From an optimization exercise on the open Yosys and OpenROAD flow, aimed at small area, a short achievable clock period and few clock cycles per item; shortcuts taken in it are not production practice.
Function was checked by simulation only, so behaviour that the tests miss may differ from the original.

==> flow/design.v (outline; a module is shown in full before it is edited, if it fits) <==
// module slot_sbox: 196 lines
// module slot_gf16_inv: 19 lines
// module slot_x2: 3 lines
// module slot_xn2: 3 lines
// module slot_aes_round: 52 lines
// module slot_mixcol: 25 lines
// module slot_xtime: 10 lines
// module slot_xv: 12 lines
// module slot_seal: 161 lines
// module slot_crc_step: 185 lines
// module slot_crc_t: 495 lines
// module slot_ao21: 13 lines
// module slot_ao21b: 3 lines
module slot_seal (
    input  wire         clk,
    input  wire         rst,          
    input  wire         start,
    input  wire [127:0] key,
    input  wire [511:0] slot,
    input  wire [31:0]  generation,
    input  wire [15:0]  index,
    output wire         ready,
    output reg          done,
    output wire [63:0]  tag,
    output wire [31:0]  crc,
    output wire         tag_ok,
    output reg          crc_ok
);
  // ...
==> flow/flow/run.sh <==
#!/bin/bash
# Layout: the standard flow (standard.sh), with every input and output
# port buffered by the smallest buffer, sky130_fd_sc_hd__buf_1, instead of
# the cell buffer_ports picks by default. Everything else is unchanged.
set -euo pipefail
export BUFFER_PORTS_ARGS="-buffer_cell sky130_fd_sc_hd__buf_1"
bash standard.sh > standard.log 2>&1
==> flow/standard.sh <==
#!/bin/bash
# synth_recipe.tcl (not shown) runs the flow's synth.tcl, then flattens the netlist and writes it again
# the make line also repeats each setting of config.mk as NAME=value (left out here)
make -C /OpenROAD-flow-scripts/flow DESIGN_CONFIG=/design/flow/config.mk WORK_HOME=/design/flow/orfs CLKGATE_MAP_FILE= SYNTH_SCRIPT=/design/flow/synth_recipe.tcl "${@:-finish}"
==> flow/config.mk <==
export PLATFORM = sky130hd
export DESIGN_NAME = slot_seal
export DESIGN_NICKNAME = slot_seal
export VERILOG_FILES = /design/flow/design.v
export SDC_FILE = /design/flow/constraint.sdc
export NUM_CORES = 8
export LEC_CHECK = 0
export CAP_MARGIN = 20
export CORE_MARGIN = 2
export CORE_UTILIZATION = 50
export PLACE_DENSITY = 0.6
export SETUP_SLACK_MARGIN = 3.5
export SLEW_MARGIN = 20
export SYNTH_HIERARCHICAL = 1
export SYNTH_MINIMUM_KEEP_SIZE = 0
==> flow/constraint.sdc <==
create_clock -name core_clock -period 10.0 [get_ports {clk}]
set_input_delay 2.0000 -clock core_clock [delete_from_list [all_inputs] [get_ports {clk}]]
set_output_delay 2.0000 -clock core_clock [all_outputs]
set_load 0.01 [all_outputs]
==> results.toml, run 1 <==
[placement]
placed_area_um2 = 67200
finalWeightedCongestion = 1.15
port-buffer-count = 790

[routing]
drt-initial-drc-count = 9424
met3WireLength_um = 51200
met2_wirelength_um = 137000

[logic_synthesis]
yosys-mux-area-fraction_pct = 2.83
synth_most_common_cell = "sky130_fd_sc_hd__xor2_1"
post_synth_instance_area_um2 = 64000
syn-mean-instance-area_um2 = 8.86

[cts]
clk_path_buf_depth = 3
clockRootBuffer = "sky130_fd_sc_hd__clkbuf_16"

[critical_path]
start_kind = "input pin"
startpoint = "slot[459]"
crit_path_cell_trace = "buf_1 -> mux2_4 -> xor2_4 -> xor2_2 -> xor2_2 -> xor2_2 -> xor2_1 -> xnor2_1 -> buf_1"
crit-reg2reg-capture = "cst[16]$_SDFFE_PN1P_"
timing.critical_path.to = "crc[2]"
cp_slowest_cell = "sky130_fd_sc_hd__xor2_2"

[global_route]
number_of_global_route_vias_before_repair = 55600
grt_antenna_before_repair = 65
grt_max_degree = 179

[timing]
skew_ns = 0.0464
total_negative_setup_slack_ns = 0
finalSetupViolCount = 0

[floorplanning]
die-area_um2 = 131000
die-height_um = 362

[hold_path]
holdPathStages = 2

[run_status]
result_of_the_run = "no timing/DRC/antenna violations"

[cells_and_area]
drive_above_1_share_pct = 14.5
nClkBuffers = 93
seq_area_share_pct = 18.3
multi_input_comb_area_um2 = 53100
layout.nets = 8596
Testbench counts, summed over its fixed seeds: cycles 54,118, items 1,280.
==> run 2: changes to the inputs <==
--- a/flow/config.mk
+++ b/flow/config.mk
@@ -11,3 +11,3 @@
 export PLACE_DENSITY = 0.6
-export SETUP_SLACK_MARGIN = 3.5
+export SETUP_SLACK_MARGIN = 3.25
 export SLEW_MARGIN = 20
==> results.toml, run 2 <==
[run_status]
result_of_the_run = "no timing/DRC/antenna violations"

[cells_and_area]
fin_area_um2 = 73800
layout_commonest_cell = "sky130_fd_sc_hd__xor2_1"
layout.cells.non_filler = 9519
final_core_utilization_pct = 58.0
layout-area-overhead-vs-synth_pct = 15.3
layout.filler_cells = 11700
drive_above_1_share_pct = 10.3
multi_input_comb_area_um2 = 50700
layout.area.seq_um2 = 14200
layout.cells.most_common_list = "sky130_fd_sc_hd__xor2_1 (3008), sky130_fd_sc_hd__nand2_1 (1176), sky130_fd_sc_hd__buf_1 (787), sky130_fd_sc_hd__xor2_2 (303), sky130_fd_sc_hd__edfxtp_1 (276)"
layout.nets = 8473

[routing]
vias_per_cell = 6.24
drt-pass1-iter-count = 8
met1_length_um = 130000
route.detailed.drc = 0
highest-signal-layer = "met5"
drtAntennaViolNets = 0
drt-initial-drc-count = 9045
met3WireLength_um = 51000
totalWireLength_um = 346000
met2_wirelength_um = 136000
wire_per_inst_um = 36.4
detailroute.via_count = 59400

[timing]
worst_slew_pin_slew_ns = 1.29
max_transition_viols_final = 0
final_period_minus_worst_setup_slack_ns = 6.89
finalSetupViolCount = 0
total_negative_setup_slack_ns = 0
timing.max_slew.rel_slack_pct = 14.3
finalHoldWorstSlack_ns = 0.492
final_hold_viol_count = 0
grt_setup_unrepaired = "yes"
layout_worst_path_cycle_share_pct = 68.9
max_freq_mhz = 145
setup_ws_ns = 3.11
skew_ns = 0.0442

[hold_path]
worstHoldEndpoint = "kvalid$_SDFFE_PP0P_"
min-delay-start = "kvalid$_SDFFE_PP0P_"
hold_path.class = "reg2reg"
holdPathStages = 2

[global_route]
grt_max_degree = 179
first_pass_grt_wire_length_um = 452000
grt_antenna_before_repair = 57
overall_track_demand_over_capacity_in_global_routing_pct = 50.5
number_of_global_route_vias_before_repair = 55200
congestion_overflow_gr = 0

[cts]
clk_path_buf_depth = 3
cts_made_buffers = 74
clk-insertion-delay-late_ns = 0.72
tritoncts = "done"
cts_htree_levels = 3
cts.sinks = 567
clockRootBuffer = "sky130_fd_sc_hd__clkbuf_16"
worst_setup_hold_path_clk_slew_ns = 0.06
cts-hold-fix-buffers = 0

[critical_path]
timing.critical_path.required_ns = 10.62
path_class = "reg2reg"
cp.buffers_inverters = 2
start_kind = "flip-flop"
ff2ff_setup_slack_ns = 3.11
r2r-start = "rc[7]$_SDFFCE_PN0N_"
cp_slowest_cell = "sky130_fd_sc_hd__xor2_1"
endpoint_kind = "flip-flop"
crit_path_max_incr_delay_ns = 0.67
most_frequent_cell_on_the_critical_path = "sky130_fd_sc_hd__xor2_1"
arrival_ns = 7.52
worst-path-max-fanout = 29
crit_path_cell_trace = "and4bb_4 -> o21a_4 -> buf_4 -> buf_4 -> mux2_1 -> a22oi_1 -> nand3_1 -> a222oi_1 -> a21oi_1 -> xor2_1 -> xor2_2 -> xor2_1 -> xor2_1 -> xor2_1 -> nand2_1 -> nand3_1"
timing.reg2reg.worst_path_depth = 16
critical-path-top-delay-family = "XOR/XNOR gates"
crit-reg2reg-capture = "cst[28]$_SDFFE_PN1P_"

[placement]
dpl.cell_count = 9317
finalWeightedCongestion = 1.15
port-buffer-count = 790
pre_cts_ws_ns = 2.62
placed_area_um2 = 67200
detailedPlacementHpwl_um = 289000

[floorplanning]
die-area_um2 = 131000
initial_utilization_pct = 50.3
boundaryPins = 791
placement_rows = 131
die-height_um = 362
die_w_um = 362
floorplan.core_area_um2 = 127000

[logic_synthesis]
synth-async-reset-ratio_pct = 0
synth.lib_cells_used.distinct = 66
ys_top_cells_by_area = "sky130_fd_sc_hd__xor2_1 (46%), sky130_fd_sc_hd__edfxtp_1 (13%), sky130_fd_sc_hd__dfxtp_1 (9.1%), sky130_fd_sc_hd__nand2_1 (6.9%), sky130_fd_sc_hd__xnor2_1 (3.4%)"
synth_largest_area_cell = "sky130_fd_sc_hd__xor2_1"
syn-mean-instance-area_um2 = 8.86
synth_most_common_cell = "sky130_fd_sc_hd__xor2_1"
register_bit_total_from_synthesis = 567
ys_dominant_reg_cell = "sky130_fd_sc_hd__dfxtp_1"
synth-edff-count = 276
synthCells = 7226
synth.top_cell.area_share_pct = 46.0
ys_top_cells_by_count = "sky130_fd_sc_hd__xor2_1 (3365), sky130_fd_sc_hd__nand2_1 (1177), sky130_fd_sc_hd__dfxtp_1 (291)"
sequential_cell_area_fraction_in_the_yosys_report_pct = 22.0
yosysWarningCount = 7
post_synth_instance_area_um2 = 64000
syn_nets = 7922

[job]
drv.max_cap_violation_count = 0
run 2: repair_timing:
action | in CTS | in global routing
pin swaps | 4 | 16
gates cloned | 0 | 0
buffers inserted | 3 | 41
gates resized for setup | 185 | 305
endpoints found under the hold margin | 0 | 0
setup endpoints to repair | 172 | 257
run 2: logic make-up (layout without fill, tap and decap cells):
kind of cell	after synthesis	after routing	share of synthesized area [%]
fa+ha+maj	5	5	0.0977
xor+xnor	3617	3617	49.5
simple gates	1652	1652	11.4
buf+inv	497	1106	4.74
mux	164	164	2.83
flops	567	567	22.0
other cells	0	22	0
compound gates	724	724	9.41
run 2: worst max path at each step:
stage               cells after the start              endpoint                 from  slack (ns)
floorplan                               9        st[67]$_DFF_P_  rc[7]$_SDFFCE_PN0N_        1.54
global placement                        9                crc[9]            slot[434]        2.50
detailed placement                     21   tag_eq[7]$_DFFE_PP_       rk[31]$_DFF_P_        2.62
CTS                                     8                crc[0]            slot[474]        3.19
global route                           20       st[107]$_DFF_P_        rk[1]$_DFF_P_        3.17
finish                                 16  cst[28]$_SDFFE_PN1P_  rc[7]$_SDFFCE_PN0N_        3.11
run 2: tightest hold or removal path: cells and delay by family, from the launching register on:
| kind | cells | cell delay [ns] |
|---|---|---|
| DFF | 1 | 0.33 |
| and+or+nand+nor | 2 | 0.13 |
run 2: modules after synthesis, one instance, submodules excluded, a selection:
module,times used,cells
slot_seal,1,2656
slot_crc_t,1,32
slot_gf16_inv,20,15
slot_sbox,20,27
slot_xtime,16,8
slot_ao21b,128,1
run 2: area by class of cell:
cell class,count,share of cell area (%)
multi-input combinational,6162,68.7
sequential,567,19.2
timing repair buffer,933,5.72
tap,1662,2.82
clock buffer,93,2.73
clock inverter,41,0.615
inverter,39,0.208
antenna,22,0.0746
run 2: routing by layer:
metal	GRT usage [%]	up-vias
met5	0	-
met4	34.3	44
met3	19.9	1148
met2	69.6	4795
met1	64.3	28800
li1	-	24600
==> module slot_seal, before the edit <==
module slot_seal (
    input  wire         clk,
    input  wire         rst,          
    input  wire         start,
    input  wire [127:0] key,
    input  wire [511:0] slot,
    input  wire [31:0]  generation,
    input  wire [15:0]  index,
    output wire         ready,
    output reg          done,
    output wire [63:0]  tag,
    output wire [31:0]  crc,
    output wire         tag_ok,
    output reg          crc_ok
);
    function [127:0] to_be(input [127:0] x);
        integer b;
        begin
            for (b = 0; b < 16; b = b + 1)
                to_be[127-8*b -: 8] = x[8*b +: 8];
        end
    endfunction
    function [79:0] to_be80(input [79:0] x);
        integer b;
        begin
            for (b = 0; b < 10; b = b + 1)
                to_be80[79-8*b -: 8] = x[8*b +: 8];
        end
    endfunction
    function [127:0] dbl(input [127:0] x);
        dbl = {x[126:0], 1'b0} ^ (x[127] ? 128'h87 : 128'h0);
    endfunction
    function [7:0] xtime(input [7:0] b);
        xtime = {b[6:0], 1'b0} ^ (b[7] ? 8'h1b : 8'h00);
    endfunction
    reg         busy;     
    reg [127:0] st;       
    reg [127:0] rk;       
    reg [127:0] k2;       
    reg [127:0] ckey;     
    reg         kvalid;   
    reg [7:0]   rc;       
    reg [2:0]   blk;      
    reg [31:0]  cst;      
    reg [7:0]   tag_eq;   
    assign ready = !busy;
    wire         last   = (rc == 8'h36);                   
    wire         early  = !(rc == 8'h1b) && !last;          
    wire [127:0] key_be = to_be(key);
    wire         hit    = kvalid && (ckey == key);
    wire [127:0] m1     = to_be(slot[127:0]);
    wire [127:0] m2     = to_be(slot[255:128]);
    wire [127:0] m3     = to_be(slot[383:256]);
    wire [79:0]  m4d    = to_be80({index, generation, slot[415:384]});
    wire [127:0] m4;
    slot_xv #(80) xm4 (.a(m4d), .b(k2[127:48]), .y(m4[127:48]));
    assign m4[47:0] = {~k2[47], k2[46:0]};
    wire [127:0] sr, mc, rk_next;
    slot_aes_round u_round (
        .state_in (st),
        .rk_in    (rk),
        .rcon     (rc),
        .sr       (sr),
        .mc       (mc),
        .rk_out   (rk_next)
    );
    wire sel1 = (blk == 3'd1) &&  early;
    wire sel2 = ((blk == 3'd1) && !early) || ((blk == 3'd2) && early);
    wire sel3 = ((blk == 3'd2) && !early) || ((blk == 3'd3) && early);
    wire sel4 = (blk == 3'd3) && !early;
    wire [127:0] nxt = ({128{sel1}} & m1) | ({128{sel2}} & m2) |
                       ({128{sel3}} & m3) | ({128{sel4}} & m4);
    wire [127:0] knx, blk_out;
    slot_xv #(128) xknx (.a(rk_next), .b(nxt), .y(knx));
    slot_xv #(128) xbo  (.a(sr), .b(knx), .y(blk_out));
    wire [63:0] last_tag;
    genvar j;
    generate
        for (j = 0; j < 8; j = j + 1) begin : g_tag
            assign tag[8*j +: 8]      = st[127-8*j -: 8];
            assign last_tag[8*j +: 8] = blk_out[127-8*j -: 8];
        end
    endgenerate
    slot_crc_t u_crct (.t(busy ? slot[479:416] : tag), .z(cst), .y(crc));
    reg [15:0] cword;
    always @(*) begin
        if (blk == 3'd4)
            cword = (rc == 8'h01) ? slot[399:384] :
                    (rc == 8'h02) ? slot[415:400] : 16'h0;
        else
            case (rc)
                8'h01:   cword = {nxt[119:112], nxt[127:120]};
                8'h02:   cword = {nxt[103:96],  nxt[111:104]};
                8'h04:   cword = {nxt[87:80],   nxt[95:88]};
                8'h08:   cword = {nxt[71:64],   nxt[79:72]};
                8'h10:   cword = {nxt[55:48],   nxt[63:56]};
                8'h20:   cword = {nxt[39:32],   nxt[47:40]};
                8'h40:   cword = {nxt[23:16],   nxt[31:24]};
                default: cword = {nxt[7:0],     nxt[15:8]};
            endcase
    end
    wire crc_run = (blk == 3'd4) ? (early && !rc[6] && !rc[7]) : ((blk != 3'd0) && early);
    wire [31:0] cst_next;
    slot_crc_step u_crcs (.c(cst), .w(cword), .y(cst_next));
    wire sel_mc = busy && !last;
    wire sel_bo = busy && last && (blk != 3'd0);
    wire sel_m1 = busy ? (last && (blk == 3'd0)) : hit;
    wire [127:0] st_oth = ({128{sel_bo}} & blk_out) | ({128{sel_m1}} & m1);
    wire [127:0] st_next;
    slot_ao21 #(128) u_stmux (.a(mc), .s(sel_mc), .b(st_oth), .y(st_next));
    always @(posedge clk) begin
        st <= st_next;
        if (!busy) begin
            rk  <= key_be;
            cst <= 32'hFFFFFFFF;
        end else begin
            rk <= last ? key_be : rk_next;
            if (crc_run)
                cst <= cst_next;
        end
    end
    assign tag_ok = &tag_eq;
    integer b;
    always @(posedge clk) begin
        if (busy && last && blk == 3'd0) begin
            k2   <= dbl(dbl(blk_out));
            ckey <= key;
        end
        if (busy && blk == 3'd4 && rc == 8'h40)
            crc_ok <= (crc == slot[511:480]);
        if (busy && blk == 3'd4 && last)
            for (b = 0; b < 8; b = b + 1)
                tag_eq[b] <= (last_tag[8*b +: 8] == slot[416+8*b +: 8]);
    end
    always @(posedge clk) begin
        if (rst) begin
            busy   <= 1'b0;
            done   <= 1'b0;
            kvalid <= 1'b0;
        end else begin
            done <= 1'b0;
            if (!busy) begin
                rc <= 8'h01;
                blk <= hit ? 3'd1 : 3'd0;
                if (start)
                    busy <= 1'b1;
            end else if (!last) begin
                rc <= xtime(rc);
            end else begin
                rc <= 8'h01;
                blk <= blk + 3'd1;
                if (blk == 3'd0)
                    kvalid <= 1'b1;
                if (blk == 3'd4) begin
                    done <= 1'b1;
                    busy <= 1'b0;
                end
            end
        end
    end
endmodule
==> run 3: changes to the inputs <==
--- a/flow/design.v
+++ b/flow/design.v
@@ -364,2 +364,6 @@
     reg [31:0]  cst;      
+    reg [31:0]  cd;       
+    reg         s1, s2, s3, s4;   
+    reg         b4;       
+    reg         crun;     
     reg [7:0]   tag_eq;   
@@ -386,8 +390,4 @@
     );
-    wire sel1 = (blk == 3'd1) &&  early;
-    wire sel2 = ((blk == 3'd1) && !early) || ((blk == 3'd2) && early);
-    wire sel3 = ((blk == 3'd2) && !early) || ((blk == 3'd3) && early);
-    wire sel4 = (blk == 3'd3) && !early;
-    wire [127:0] nxt = ({128{sel1}} & m1) | ({128{sel2}} & m2) |
-                       ({128{sel3}} & m3) | ({128{sel4}} & m4);
+    wire [127:0] nxt = ({128{s1}} & m1) | ({128{s2}} & m2) |
+                       ({128{s3}} & m3) | ({128{s4}} & m4);
     wire [127:0] knx, blk_out;
@@ -403,8 +403,15 @@
     endgenerate
-    slot_crc_t u_crct (.t(busy ? slot[479:416] : tag), .z(cst), .y(crc));
+    slot_crc_t u_crct (.t(tag), .z(cst), .y(crc));
     reg [15:0] cword;
     always @(*) begin
-        if (blk == 3'd4)
-            cword = (rc == 8'h01) ? slot[399:384] :
-                    (rc == 8'h02) ? slot[415:400] : 16'h0;
+        if (b4)
+            case (rc)
+                8'h01:   cword = slot[399:384];
+                8'h02:   cword = slot[415:400];
+                8'h04:   cword = slot[431:416];
+                8'h08:   cword = slot[447:432];
+                8'h10:   cword = slot[463:448];
+                8'h20:   cword = slot[479:464];
+                default: cword = 16'h0;
+            endcase
         else
@@ -421,5 +428,4 @@
     end
-    wire crc_run = (blk == 3'd4) ? (early && !rc[6] && !rc[7]) : ((blk != 3'd0) && early);
     wire [31:0] cst_next;
-    slot_crc_step u_crcs (.c(cst), .w(cword), .y(cst_next));
+    slot_crc_step u_crcs (.c((b4 && rc == 8'h40) ? cd : cst), .w(cword), .y(cst_next));
     wire sel_mc = busy && !last;
@@ -437,4 +443,6 @@
             rk <= last ? key_be : rk_next;
-            if (crc_run)
+            if (crun)
                 cst <= cst_next;
+            if (b4 && rc == 8'h04)
+                cd <= cst;
         end
@@ -448,4 +456,4 @@
         end
-        if (busy && blk == 3'd4 && rc == 8'h40)
-            crc_ok <= (crc == slot[511:480]);
+        if (b4 && rc == 8'h40)
+            crc_ok <= (~cst == slot[511:480]);
         if (busy && blk == 3'd4 && last)
@@ -454,27 +462,40 @@
     end
-    always @(posedge clk) begin
-        if (rst) begin
-            busy   <= 1'b0;
-            done   <= 1'b0;
-            kvalid <= 1'b0;
+    reg       busy_n;
+    reg [2:0] blk_n;
+    reg [7:0] rc_n;
+    always @(*) begin
+        busy_n = busy;
+        blk_n  = blk;
+        rc_n   = rc;
+        if (!busy) begin
+            rc_n   = 8'h01;
+            blk_n  = hit ? 3'd1 : 3'd0;
+            busy_n = start;
+        end else if (!last) begin
+            rc_n = xtime(rc);
         end else begin
-            done <= 1'b0;
-            if (!busy) begin
-                rc <= 8'h01;
-                blk <= hit ? 3'd1 : 3'd0;
-                if (start)
-                    busy <= 1'b1;
-            end else if (!last) begin
-                rc <= xtime(rc);
-            end else begin
-                rc <= 8'h01;
-                blk <= blk + 3'd1;
-                if (blk == 3'd0)
-                    kvalid <= 1'b1;
-                if (blk == 3'd4) begin
-                    done <= 1'b1;
-                    busy <= 1'b0;
-                end
-            end
+            rc_n  = 8'h01;
+            blk_n = blk + 3'd1;
+            if (blk == 3'd4)
+                busy_n = 1'b0;
         end
+        if (rst)
+            busy_n = 1'b0;
+    end
+    wire early_n = !(rc_n == 8'h1b) && !(rc_n == 8'h36);
+    always @(posedge clk) begin
+        busy <= busy_n;
+        blk  <= blk_n;
+        rc   <= rc_n;
+        done <= !rst && busy && last && (blk == 3'd4);
+        if (rst)
+            kvalid <= 1'b0;
+        else if (busy && last && (blk == 3'd0))
+            kvalid <= 1'b1;
+        s1   <= busy_n && (blk_n == 3'd1) && early_n;
+        s2   <= busy_n && (((blk_n == 3'd1) && !early_n) || ((blk_n == 3'd2) && early_n));
+        s3   <= busy_n && (((blk_n == 3'd2) && !early_n) || ((blk_n == 3'd3) && early_n));
+        s4   <= busy_n && (blk_n == 3'd3) && !early_n;
+        b4   <= busy_n && (blk_n == 3'd4);
+        crun <= busy_n && ((blk_n == 3'd4) || ((blk_n != 3'd0) && early_n));
     end
==> results.toml, run 3 <==
[run_status]
result_of_the_run = "no timing/DRC/antenna violations"

[logic_synthesis]
synth_most_common_cell = "sky130_fd_sc_hd__xor2_1"
sequential_cell_area_fraction_in_the_yosys_report_pct = 23.9
synth_compound_area_share_pct = 9.95
synth-async-reset-ratio_pct = 0
share_of_the_synthesized_netlist_area_taken_by_xor_and_xnor_gates_pct = 50.3
synthCells = 6995
register_bit_total_from_synthesis = 605
synth_simple_gate_area_share_pct = 9.90
synth_top_family_by_area = "XOR/XNOR gates"
synth.top_cell.area_share_pct = 46.3
yosysWarningCount = 7
yosys-mux-area-fraction_pct = 1.13
post_synth_instance_area_um2 = 63100
ys_top_cells_by_count = "sky130_fd_sc_hd__xor2_1 (3335), sky130_fd_sc_hd__nand2_1 (1071), sky130_fd_sc_hd__dfxtp_1 (308)"
synth_largest_area_cell = "sky130_fd_sc_hd__xor2_1"
ys_top_cells_by_area = "sky130_fd_sc_hd__xor2_1 (46%), sky130_fd_sc_hd__edfxtp_1 (14%), sky130_fd_sc_hd__dfxtp_1 (9.8%), sky130_fd_sc_hd__nand2_1 (6.4%), sky130_fd_sc_hd__xnor2_1 (4.1%)"
syn-mean-instance-area_um2 = 9.02
ys_dominant_reg_cell = "sky130_fd_sc_hd__dfxtp_1"
synth-edff-count = 297
adder_and_majority_cell_fraction_of_the_synthesized_area_pct = 0.0397
synth.lib_cells_used.distinct = 52
syn_nets = 7688

[routing]
drt-initial-drc-count = 6893
wire_per_inst_um = 33.7
drt-pass1-iter-count = 6
drtAntennaViolNets = 0
route.detailed.drc = 0
vias_per_cell = 5.98
totalWireLength_um = 312000
detailroute.via_count = 55400

[cells_and_area]
layout_commonest_cell = "sky130_fd_sc_hd__xor2_1"
drive_above_1_share_pct = 8.47
layout.cells.non_filler = 9264
layout.nets = 8223
final_core_utilization_pct = 57.4
layout.cells.most_common_list = "sky130_fd_sc_hd__xor2_1 (3033), sky130_fd_sc_hd__nand2_1 (1070), sky130_fd_sc_hd__buf_1 (790), sky130_fd_sc_hd__a22oi_1 (304), sky130_fd_sc_hd__edfxtp_1 (297)"
layout-area-overhead-vs-synth_pct = 14.1

[placement]
dpl.cell_count = 9069
finalWeightedCongestion = 1.09
pre_cts_ws_ns = 2.42
port-buffer-count = 790
detailedPlacementHpwl_um = 259000

[critical_path]
timing.critical_path.required_ns = 10.64
r2r-start = "st[95]$_DFF_P_"
timing.reg2reg.worst_path_depth = 20
crit-reg2reg-capture = "st[87]$_DFF_P_"
ff2ff_setup_slack_ns = 3.37
worst-path-max-fanout = 9
arrival_ns = 7.28
start_kind = "flip-flop"
endpoint_kind = "flip-flop"
path_class = "reg2reg"

[global_route]
congestion_overflow_gr = 0
first_pass_grt_wire_length_um = 417000
number_of_global_route_vias_before_repair = 52500
grt_max_degree = 134
grt_antenna_before_repair = 34
overall_track_demand_over_capacity_in_global_routing_pct = 46.2

[cts]
cts_made_buffers = 77
tritoncts = "done"
clockRootBuffer = "sky130_fd_sc_hd__clkbuf_16"
cts.sinks = 605
clk_path_buf_depth = 3
clk-insertion-delay-late_ns = 0.73
cts_htree_levels = 3
cts-hold-fix-buffers = 0
worst_setup_hold_path_clk_slew_ns = 0.07

[timing]
final_hold_viol_count = 0
finalHoldWorstSlack_ns = 0.491
final_period_minus_worst_setup_slack_ns = 6.63
setup_ws_ns = 3.37
timing.max_slew.rel_slack_pct = 19.2
skew_ns = 0.0435
max_freq_mhz = 151
total_negative_setup_slack_ns = 0
max_transition_viols_final = 0
finalSetupViolCount = 0
grt_setup_unrepaired = "yes"
layout_worst_path_cycle_share_pct = 66.3
worst_slew_pin_slew_ns = 1.21

[floorplanning]
die-area_um2 = 129000
floorplan.core_area_um2 = 125000
boundaryPins = 791
die-height_um = 359
placement_rows = 130
die_w_um = 359
initial_utilization_pct = 50.3

[hold_path]
min-delay-start = "kvalid$_SDFFE_PP0P_"
holdPathStages = 2
hold_path.class = "reg2reg"
worstHoldEndpoint = "kvalid$_SDFFE_PP0P_"

[job]
drv.max_cap_violation_count = 0
==> run 3: cell count changes in the layout (fill, tap and decap cells not counted), sizes merged, moves of 43 or more <==
| cell | delta |
|---|---|
| a22oi | +289 |
| nand3 | -120 |
| mux2 | -107 |
| nand2 | -106 |
| a32o | -50 |
| a221o | -44 |
| a222oi | -43 |
==> run 3: how the worst max path moves through the flow <==
stage	startpoint	end	slack (ns)
final	st[95]$_DFF_P_	st[87]$_DFF_P_	3.37
after global routing	rk[20]$_DFF_P_	tag_eq[4]$_DFFE_PP_	3.10
after CTS	rk[1]$_DFF_P_	tag_eq[6]$_DFFE_PP_	3.21
after detailed placement	rk[7]$_DFF_P_	tag_eq[6]$_DFFE_PP_	2.42
after global placement	rk[20]$_DFF_P_	tag_eq[4]$_DFFE_PP_	2.50
after floorplan	rc[7]$_DFF_P_	st[100]$_DFF_P_	1.23
==> run 3: area by class of cell <==
cell class | instances | area [µm²]
multi-input combinational | 5919 | 48100
clock inverter | 48 | 503
tap | 1650 | 2060
timing repair buffer | 890 | 3830
clock buffer | 95 | 2150
fill | 11600 | 53400
inverter | 37 | 146
antenna | 20 | 50.0
sequential | 605 | 15200
==> run 3: worst max-delay path: stages (launching register included) <==
cell	delay (ns)
sky130_fd_sc_hd__dfxtp_1	0.64
sky130_fd_sc_hd__xor2_1	0.54
sky130_fd_sc_hd__xor2_2	0.38
sky130_fd_sc_hd__xor2_2	0.34
sky130_fd_sc_hd__xor2_1	0.30
sky130_fd_sc_hd__nand2_1	0.11
sky130_fd_sc_hd__xor2_1	0.26
sky130_fd_sc_hd__xor2_1	0.25
sky130_fd_sc_hd__xor2_2	0.36
sky130_fd_sc_hd__nor2b_1	0.24
sky130_fd_sc_hd__o32a_1	0.29
sky130_fd_sc_hd__xor2_1	0.31
sky130_fd_sc_hd__xor2_1	0.24
sky130_fd_sc_hd__nand2_1	0.13
sky130_fd_sc_hd__xor2_1	0.31
sky130_fd_sc_hd__xor2_1	0.28
sky130_fd_sc_hd__xor2_2	0.43
sky130_fd_sc_hd__xor2_2	0.44
sky130_fd_sc_hd__xor2_1	0.21
sky130_fd_sc_hd__xor2_1	0.28
sky130_fd_sc_hd__a21o_1	0.20
==> run 3: per-layer routing <==
layer / GRT usage (%) / part of all wire [%] / vias up
met5: 0 / 0.043 / -
met4: 36.3 / 9.6 / 22
met3: 9.21 / 9.1 / 925
met2: 70.4 / 43 / 3571
met1: 57.2 / 38 / 27200
li1: - / - / 23700
==> run 3: per-stage QoR <==
| step | instance area (µm²) |
|---|---|
| 6_report | 72000 |
| 3_3_place_gp | 65900 |
| 3_5_place_dp | 66000 |
| 5_1_grt | 72000 |
| 4_1_cts | 69700 |
| 2_1_floorplan | 63100 |
==> run 3: modules after synthesis, one instance, submodules excluded, excerpt <==
module,cells,copies in the design,flip-flops and latches,cell area (µm²)
slot_gf16_inv,15,20,0,119
slot_sbox,27,20,0,101
slot_crc_t,32,1,0,240
slot_ao21b,1,128,0,7.51
slot_x2,1,3298,0,8.76
slot_crc_step,32,1,0,240
slot_xn2,1,112,0,8.76
slot_seal,2425,1,605,26400
slot_xtime,8,16,0,60.1
==> run 3: timing repair <==
item | 4_1_cts | 5_1_grt
pin swaps | 2 | 25
gates cloned | 0 | 0
setup buffers | 1 | 31
gates resized for setup | 158 | 253
setup endpoints to repair | 161 | 189
==> run 3: kinds of logic after synthesis <==
logic type / Yosys count
muxes: 67
AOI/OAI and AO/OA: 802
xor gates and xnor gates: 3627
buffers and inverters: 471
adders and majority gates: 2
and+or+nand+nor: 1421
DFF: 605
Testbench counts of run 3, summed over its fixed seeds: cycles 54,118, items 1,280.

## re-timing with driven ports
In the flow no input, the clock included, has a driving cell. The finished layouts below were timed again as built, in two steps. Step 1, drivers: a clkbuf_16 drives clk and a buf_2 each remaining input, both assumed. Step 2 adds t to the input delays and takes it off the output delays; t is the mean of the earliest and latest rising clock arrival at the registers after step 1. Input paths then give back, and output paths get back, about the clock's delay inside the block. Three values: ideal, step 1, step 2; two values: the first two.
| run | t (ns) | slack for setup (ns) | slew at the worst register clock pin (ns) |
|---|---|---|---|
| run 1 | 0.788 | 3.452 / 3.416 / 3.219 | 0.07 / 0.07 |
| run 2 | 0.791 | 3.107 / 3.090 / 3.090 | 0.07 / 0.07 |
| run 3 | 0.796 | 3.366 / 3.366 / 2.736 | 0.07 / 0.07 |
After both steps setup and hold are still met in every run listed. For run 3, which loses most, drivers alone change the setup slack by 0.000 ns; drivers and shift together by -0.630 ns.
